What follows belongs to an exercise in optimizing a design on an open flow for small area, a short achievable clock period and few clock cycles per item; a production flow would make more cautious choices.
The RTL was checked by simulation tests, not by an equivalence proof against the original design.

// symhash
module symhash (
    input  wire         clk,
    input  wire         rst,
    input  wire         in_valid,
    output wire         in_ready,
    input  wire [1:0]   in_kind,       
    input  wire [127:0] in_src_addr,   
    input  wire [127:0] in_dst_addr,
    input  wire [15:0]  in_src_port,
    input  wire [15:0]  in_dst_port,
    input  wire         in_l4,         
    input  wire         in_frag,       
    input  wire [7:0]   in_proto,
    input  wire [15:0]  in_etype,
    input  wire [11:0]  in_vid,
    input  wire [63:0]  in_udf,        
    input  wire [4:0]   in_cfg,        
    input  wire [31:0]  in_seed,       
    output wire         out_valid,
    input  wire         out_ready,
    output wire [31:0]  out_hash
);
==> flow/config.mk <==
export PLATFORM = sky130hd
export DESIGN_NAME = symhash
export DESIGN_NICKNAME = symhash
export VERILOG_FILES = /design/flow/design.v
export SDC_FILE = /design/flow/constraint.sdc
export NUM_CORES = 4
export LEC_CHECK = 0
export CAP_MARGIN = 50
export CORE_MARGIN = 2
export CORE_UTILIZATION = 32
export PLACE_DENSITY = 0.48
export SETUP_SLACK_MARGIN = 2.0
export SLEW_MARGIN = 50
==> flow/constraint.sdc <==
create_clock -name core_clock -period 8.0 [get_ports {clk}]
set_input_delay 1.6000 -clock core_clock [delete_from_list [all_inputs] [get_ports {clk}]]
set_output_delay 1.6000 -clock core_clock [all_outputs]
set_load 0.01 [all_outputs]
standard.sh (not shown) runs the stock make flow with config.mk's settings and CLKGATE_MAP_FILE= SYNTH_SCRIPT=/design/flow/synth_recipe.tcl, a recipe that flattens the netlist after the stock synthesis.
==> flow/flow/run.sh <==
#!/bin/bash
# Own layout flow: the standard flow with two changes.
#  - After the standard synthesis, each 3-input XOR/XNOR cell is rewritten as
#    two 2-input cells (flow/split3.py), which take less area; registers and
#    every other cell stay as synthesis made them.
#  - The port buffers are buf_2 cells instead of ORFS's default choice.
# Each step's output goes to a log file of its own in this folder.
set -euo pipefail
export BUFFER_PORTS_ARGS="-buffer_cell sky130_fd_sc_hd__buf_2"
R=orfs/results/sky130hd/symhash/base
bash standard.sh synth > synth.log 2>&1
python3 flow/split3.py $R/1_2_yosys.v $R/1_2_yosys_split.v > split3.log 2>&1
mv $R/1_2_yosys_split.v $R/1_2_yosys.v
rm -f $R/1_synth.odb $R/1_synth.sdc
bash standard.sh > layout.log 2>&1
==> flow/flow/split3.py <==
#!/usr/bin/env python3
"""Rewrite a gate-level netlist: each 3-input XOR/XNOR cell becomes two 2-input
cells (xor2 then xor2/xnor2), which together take less area than the 3-input cell.
usage: split3.py in.v out.v"""
import re, sys
src = open(sys.argv[1]).read()
pat = re.compile(r'^(\s*)sky130_fd_sc_hd__(xnor3|xor3)_(\d+)\s+(\S+)\s*\(\s*'
                 r'\.A\(([^()]*)\),\s*\.B\(([^()]*)\),\s*\.C\(([^()]*)\),\s*\.X\(([^()]*)\)\s*\);',
                 re.M)
wires = []
count = 0
def rep(m):
    global count
    ind, kind, _drv, name, a, b, c, x = m.groups()
    count += 1
    w = f"split3_n{count}"
    wires.append(w)
    second = "xnor2_1" if kind == "xnor3" else "xor2_1"
    outpin = "Y" if kind == "xnor3" else "X"
    return (f"{ind}sky130_fd_sc_hd__xor2_1 split3_a{count} (.A({a.strip()}), .B({b.strip()}), .X({w}));\n"
            f"{ind}sky130_fd_sc_hd__{second} split3_b{count} (.A({w}), .B({c.strip()}), .{outpin}({x.strip()}));")
out = pat.sub(rep, src)
# declare the new wires after the module header
decl = "".join(f"  wire {w};\n" for w in wires)
out = re.sub(r'(module\s+\w+\s*\([^;]*\);\n)', lambda m: m.group(1) + decl, out, count=1)
open(sys.argv[2], "w").write(out)
print(f"split3: {count} cells split", file=sys.stderr)
The baseline went through all stages and came out clean.
Testbench counts at the start, summed over its fixed seeds: cycles 2,408, items 2,400.
Edit:
- SETUP_SLACK_MARGIN: 2.0 -> 1.5
The new run finished clean; cell area went down by 2.2%; non-clock buffer count decreases by 68; area after synthesis does not change; register-to-register slack is worse by 20 ps; global-route usage came out lower by 0.31 points; routed wire length went down by 0.67%.
Edit:
- CAP_MARGIN: 50 -> 40
- CORE_UTILIZATION: 32 -> 40
- PLACE_DENSITY: 0.48 -> 0.55
- SLEW_MARGIN: 50 -> 40
The changed run never finished: it broke off in global routing (5_1_grt) with GRT-0116.
Synthesized cell count stays the same.
Synthesized area is unchanged.
Edit:
==> flow/flow/run.sh (replaced) <==
#!/bin/bash
# Own layout flow: the standard flow, with the port buffers made from
# buf_2 cells instead of ORFS's default choice. Each step's output is logged.
set -euo pipefail
export BUFFER_PORTS_ARGS="-buffer_cell sky130_fd_sc_hd__buf_2"
bash standard.sh synth > synth.log 2>&1
bash standard.sh > layout.log 2>&1
- CAP_MARGIN: 40 -> 20
- SLEW_MARGIN: 40 -> 20
removed: flow/flow/split3.py
Now the flow finished but fails on capacitance limit, slew limit.
Synthesized area increases by 1.8%.
Synthesized cell count decreases by 2.7%.
Edit:
==> flow/run.sh (new file) <==
#!/bin/bash
# synth_recipe.tcl (not shown) runs the flow's synth.tcl, then flattens the netlist and writes it again
# the make line also repeats each setting of config.mk as NAME=value (left out here)
make -C /OpenROAD-flow-scripts/flow DESIGN_CONFIG=/design/flow/config.mk WORK_HOME=/design/flow/orfs CLKGATE_MAP_FILE= SYNTH_SCRIPT=/design/flow/synth_recipe.tcl finish
- CORE_UTILIZATION: 40 -> 42
- PLACE_DENSITY: 0.55 -> 0.6
- SETUP_SLACK_MARGIN: 1.5 -> 3.0
removed: flow/flow/run.sh
removed: flow/standard.sh
With this change the flow ended with an error in global routing (5_1_grt) on GRT-0116.
Synthesized area is unchanged.
Synthesized cell count stays the same.

[re-timing with driven ports]
The results above use ideal ports. As a check the final layouts listed here were re-extracted and re-timed, cells and wires unchanged.
Step 1 (the two cells are an assumption about what drives the block):
set clk [get_ports {clk}]
set_driving_cell -lib_cell sky130_fd_sc_hd__clkbuf_16 $clk
set_driving_cell -lib_cell sky130_fd_sc_hd__buf_2 [delete_from_list [all_inputs] $clk]
Step 2 moves the port delays by t, midway between the first and last clock arrival at a register: inputs arrive t later, outputs are due t later. That takes back most of the time a late clock gives input paths.
Three values: ideal, step 1, step 2; two values: the first two.
run	t, ns	setup slack, ns	hold WS [ns]	latest minus earliest clock arrival (ns)	worst slew at a driven data input, ns
the first run	0.502	1.539 / 1.542 / 1.039	0.531 / 0.531 / 0.531	0.019 / 0.019	0.22
the second run	0.499	1.328 / 1.335 / 0.836	0.533 / 0.533 / 0.533	0.020 / 0.020	0.22
the fourth run	0.502	1.082 / 1.081 / 0.578	0.542 / 0.542 / 0.542	0.025 / 0.025	0.14
For the fourth run, which loses most, drivers alone change the setup slack by -0.001 ns; drivers and shift together by -0.504 ns.
